From an optimization exercise on the open Yosys and OpenROAD flow, aimed at small area and a short achievable clock period; shortcuts taken in it are not production practice.
Only simulation tests tie the RTL to the original design; equivalence was not proved.
The clock port is modelled as an ideal driver; clocking choices that lean on that would not hold on a real chip.

// ring_rx_check
module ring_rx_check (
    input  wire        clk,
    input  wire        rst,           
    input  wire        col_valid,     
    input  wire [39:0] col_code,      
    input  wire        los,           
    output reg         v_valid,       
    output reg  [3:0]  v_reason,      
    output reg  [9:0]  v_len,         
    output wire [95:0] v_hdr,         
    output reg  [15:0] cnt_good,
    output reg  [15:0] cnt_hcrc,
    output reg  [15:0] cnt_bad,
    output wire [63:0] cnt_cv         
);
Settings: LEC_CHECK=0, CAP_MARGIN=20, CORE_MARGIN=2, CORE_UTILIZATION=50, SLEW_MARGIN=20, SYNTH_MEMORY_MAX_BITS=16384; clock period 11.0 ns.
standard.sh (not shown) runs the stock make flow with config.mk's settings and CLKGATE_MAP_FILE= SYNTH_SCRIPT=/design/flow/synth_recipe.tcl, a recipe that flattens the netlist after the stock synthesis.
==> flow/flow/run.sh <==
#!/bin/bash
# The standard layout (standard.sh: the standard synthesis and ORFS steps,
# unchanged), with two settings changed for the make run:
#  - CTS_ARGS: ORFS's own clock_tree_synthesis arguments without the dummy
#    loads CTS adds to balance the tree.
# Every ORFS step writes its own log under orfs/logs; make's output goes to
# make.log here.
set -euo pipefail
bash standard.sh SETUP_SLACK_MARGIN=7.7 \
    "CTS_ARGS=-sink_clustering_enable -repair_clock_nets -dont_use_dummy_load -sink_clustering_size 20 -sink_clustering_max_diameter 50" \
    finish > make.log 2>&1
Next try:
--- a/flow/flow/run.sh
+++ b/flow/flow/run.sh
@@ -10 +10 @@
-    "CTS_ARGS=-sink_clustering_enable -repair_clock_nets -dont_use_dummy_load -sink_clustering_size 20 -sink_clustering_max_diameter 50" \
+    "CTS_ARGS=-sink_clustering_enable -repair_clock_nets -dont_use_dummy_load" \
CORE_UTILIZATION = 70   (was 50)
Effect:
- The changed run passed the timing, DRC and antenna checks
- count of clock-buffer cells in the layout came out lower by 5
- synthesized cell count does not change
- flip-flop and latch count does not change
Next try:
--- a/flow/flow/run.sh
+++ b/flow/flow/run.sh
@@ -9,2 +9,2 @@
-bash standard.sh SETUP_SLACK_MARGIN=7.7 \
-    "CTS_ARGS=-sink_clustering_enable -repair_clock_nets -dont_use_dummy_load" \
+bash standard.sh SETUP_SLACK_MARGIN=7.6 \
+    "CTS_ARGS=-sink_clustering_enable -repair_clock_nets -dont_use_dummy_load -sink_clustering_size 20 -sink_clustering_max_diameter 50" \
CORE_UTILIZATION = 60   (was 70)
Result: Sequential cell count does not change; fmax stays flat; non-clock buffer count went down by 63; cell area came out lower by 1.5%; clock skew increases by 0.041 ns; cell count went up by about 0.4%; global-route usage is lower by 10 points.
Next try:
--- a/flow/flow/run.sh
+++ b/flow/flow/run.sh
@@ -9,2 +9,2 @@
-bash standard.sh SETUP_SLACK_MARGIN=7.6 \
-    "CTS_ARGS=-sink_clustering_enable -repair_clock_nets -dont_use_dummy_load -sink_clustering_size 20 -sink_clustering_max_diameter 50" \
+bash standard.sh SETUP_SLACK_MARGIN=7.7 \
+    "CTS_ARGS=-repair_clock_nets -dont_use_dummy_load" \
The new run completed without violations.
Setup slack got worse by 0.0045 ns.
Final area came out higher by about 5%.
Via count came out higher by about 4%.
Core utilization came out higher by 3.7 points.
Non-clock buffer count came out higher by 109.
First-iteration DRC count came out higher by 5.5%.
Next try:
--- a/flow/flow/run.sh
+++ b/flow/flow/run.sh
@@ -10 +10 @@
-    "CTS_ARGS=-repair_clock_nets -dont_use_dummy_load" \
+    "CTS_ARGS=-sink_clustering_enable -repair_clock_nets -dont_use_dummy_load -sink_clustering_size 20 -sink_clustering_max_diameter 50" \
GPL_TIMING_DRIVEN = 1   (was not set)
After rerunning:
- critical path depth stays the same
- first-iteration DRC count came out lower by a few percent
- setup slack gets better by 0.072 ns
- routed wire length came out lower by a few percent
- die area is unchanged
- worst hold slack gets better by 0.0093 ns
- non-clock buffer count came out lower by 67
- via count came out lower by a few percent
- final area came out lower by a few percent

* * *

ring_rx_check, a different RTL version from the one above (not shown whole).
For scale: about 2,400 cells after synthesis, roughly 430 flip-flops, about 270 I/O pins, ~24,000 um^2 of cells after synthesis.
Settings: LEC_CHECK=0, CAP_MARGIN=20, CORE_MARGIN=2, CORE_UTILIZATION=40, SLEW_MARGIN=20, SYNTH_MEMORY_MAX_BITS=16384; clock period 11.0 ns.
==> flow/flow/run.sh <==
#!/bin/bash
# Standard layout (the standard.sh, unchanged synthesis and steps), with
# repair_timing asked for a larger setup margin so that the paths with slack
# to spare at the design's period are optimised too.  Every step's log is
# kept by ORFS under orfs/logs; make's own output goes to make.log.
set -euo pipefail
bash standard.sh SETUP_SLACK_MARGIN=7.7 finish > make.log 2>&1
Rerun with:
==> flow/flow/run.sh (replaced) <==
#!/bin/bash
# The standard layout (standard.sh: the standard synthesis and ORFS steps,
# unchanged), with two settings changed for the make run:
#  - CTS_ARGS: ORFS's own clock_tree_synthesis arguments without the dummy
#    loads CTS adds to balance the tree.
# Every ORFS step writes its own log under orfs/logs; make's output goes to
# make.log here.
set -euo pipefail
bash standard.sh SETUP_SLACK_MARGIN=7.7 \
    "CTS_ARGS=-sink_clustering_enable -repair_clock_nets -dont_use_dummy_load" \
    finish > make.log 2>&1
What happened:
- sequential share of layout area rose by 1.0 points
- wire length goes down slightly
- utilization came out lower by 1.4 points
- global-route usage is lower by 0.15 points
- design area went down by a few percent
- register-to-register slack is worse by 0.02 ns
- area after synthesis does not change
Rerun with:
CORE_UTILIZATION = 60   (was 40)
Effect:
- The new run produced a clean layout
- critical path depth stays the same
- utilization goes up by 23 points
- cell area came out lower by a few percent
- worst setup slack gets better by 0.016 ns
- final cell count shrinks by a little under a tenth

* * *

Another version of the RTL of ring_rx_check (not shown whole).
For scale: about 2300 cells after synthesis, roughly 270 I/O pins, about 0.023 mm^2 of cells after synthesis.
clock: 11.0 ns
lec_check: 0
cap_margin: 20
core_margin: 2
core_utilization: 60
slew_margin: 20
synth_memory_max_bits: 16384
==> flow/flow/run.sh <==
#!/bin/bash
# The standard layout (standard.sh: the standard synthesis and ORFS steps,
# unchanged), with two settings changed for the make run:
#  - CTS_ARGS: ORFS's own clock_tree_synthesis arguments without the dummy
#    loads CTS adds to balance the tree.
# Every ORFS step writes its own log under orfs/logs; make's output goes to
# make.log here.
set -euo pipefail
bash standard.sh SETUP_SLACK_MARGIN=7.62 \
    "CTS_ARGS=-sink_clustering_enable -repair_clock_nets -dont_use_dummy_load" \
    "BUFFER_PORTS_ARGS=-buffer_cell sky130_fd_sc_hd__buf_1" \
    finish > make.log 2>&1
Next try:
==> flow/flow/run.sh (replaced) <==
#!/bin/bash
# The standard layout (standard.sh: the standard synthesis and ORFS steps,
# unchanged), with three settings changed for the make run:
#  - CTS_ARGS: ORFS's own clock_tree_synthesis arguments, without the dummy
#    loads CTS adds to balance the tree;
#  - BUFFER_PORTS_ARGS: every input and output port still gets its buffer,
#    a buf_1 to start with (repair_timing sizes the output ones up).
# Every ORFS step writes its own log under orfs/logs; make's output goes to
# make.log here.
set -euo pipefail
bash standard.sh SETUP_SLACK_MARGIN=7.62 \
    "CTS_ARGS=-sink_clustering_enable -repair_clock_nets -dont_use_dummy_load" \
    "BUFFER_PORTS_ARGS=-buffer_cell sky130_fd_sc_hd__buf_1" \
    finish > make.log 2>&1
CORE_UTILIZATION = 50   (was 60)
After rerunning: The changed run completed without violations. Global-route usage shrinks by 4.0 points. Synthesized area is unchanged. Register-to-register slack loses 0.10 ns. Utilization goes down by 10 points. Final area went up by 0.74%. Maximum frequency increases by 0.34%. Wire length rises by about 4%. Via count is about the same.
Next try:
==> flow/flow/run.sh (replaced) <==
#!/bin/bash
# The standard layout (standard.sh: the standard synthesis and ORFS steps,
# unchanged), with two settings changed for the make run:
#  - CTS_ARGS: ORFS's own clock_tree_synthesis arguments without the dummy
#    loads CTS adds to balance the tree.
# Every ORFS step writes its own log under orfs/logs; make's output goes to
# make.log here.
set -euo pipefail
bash standard.sh SETUP_SLACK_MARGIN=7.7 \
    "CTS_ARGS=-sink_clustering_enable -repair_clock_nets -dont_use_dummy_load" \
    "BUFFER_PORTS_ARGS=-buffer_cell sky130_fd_sc_hd__buf_1" \
    finish > make.log 2>&1
CORE_UTILIZATION = 60   (was 50)
PLACE_DENSITY = 0.75   (was not set)
What happened: Critical path depth increases by 7; final area increases by 2.1%; wire length decreases by 3.3%; hold slack got worse by 0.0038 ns; cell count decreases by 1.9%; setup slack got worse by 0.0057 ns; non-clock buffer count increases by 26; die area decreases by 16%; first-iteration DRC count increases by 3.1%.

==> static timing again, ports no longer ideal <==
How much do the figures lean on ideal ports? The routed layouts below were timed once more, with nothing changed but the port constraints.
Step 1, drivers: a clkbuf_16 drives clk and a buf_2 each remaining input, both assumed.
Step 2 moves the port delays by t, midway between the first and last clock arrival at a register: inputs arrive t later, outputs are due t later. That takes back most of the time a late clock gives input paths.
Slacks: ideal / step 1 / step 2; pairs: ideal / step 1.
run | t (ns) | setup WS [ns] | hold WS [ns] | worst data-port slew with drivers (ns)
the first run of note 1 | 0.629 | 7.543 / 7.487 / 7.233 | 0.447 / 0.447 / 0.447 | 0.09
the second run of note 1 | 0.637 | 7.530 / 7.472 / 6.978 | 0.422 / 0.422 / 0.422 | 0.09
the third run of note 1 | 0.611 | 7.539 / 7.481 / 7.407 | 0.453 / 0.453 / 0.453 | 0.06
the fourth run of note 1 | 0.683 | 7.534 / 7.477 / 7.265 | 0.444 / 0.444 / 0.444 | 0.08
the fifth run of note 1 | 0.602 | 7.607 / 7.548 / 7.315 | 0.453 / 0.453 / 0.453 | 0.08
the first run of note 2 | 0.665 | 7.495 / 7.437 / 7.280 | 0.437 / 0.437 / 0.437 | 0.06
the second run of note 2 | 0.629 | 7.543 / 7.485 / 7.322 | 0.391 / 0.391 / 0.391 | 0.06
the third run of note 2 | 0.613 | 7.559 / 7.503 / 7.567 | 0.462 / 0.462 / 0.462 | 0.06
the first run of note 3 | 0.623 | 7.596 / 7.539 / 7.383 | 0.435 / 0.435 / 0.435 | 0.07
the second run of note 3 | 0.624 | 7.607 / 7.551 / 7.305 | 0.439 / 0.439 / 0.439 | 0.05
the third run of note 3 | 0.615 | 7.602 / 7.602 / 7.291 | 0.435 / 0.435 / 0.435 | 0.04
After both steps setup and hold are still met in every run listed. For the second run of note 1, which loses most, drivers alone change the setup slack by -0.058 ns; drivers and shift together by -0.552 ns.
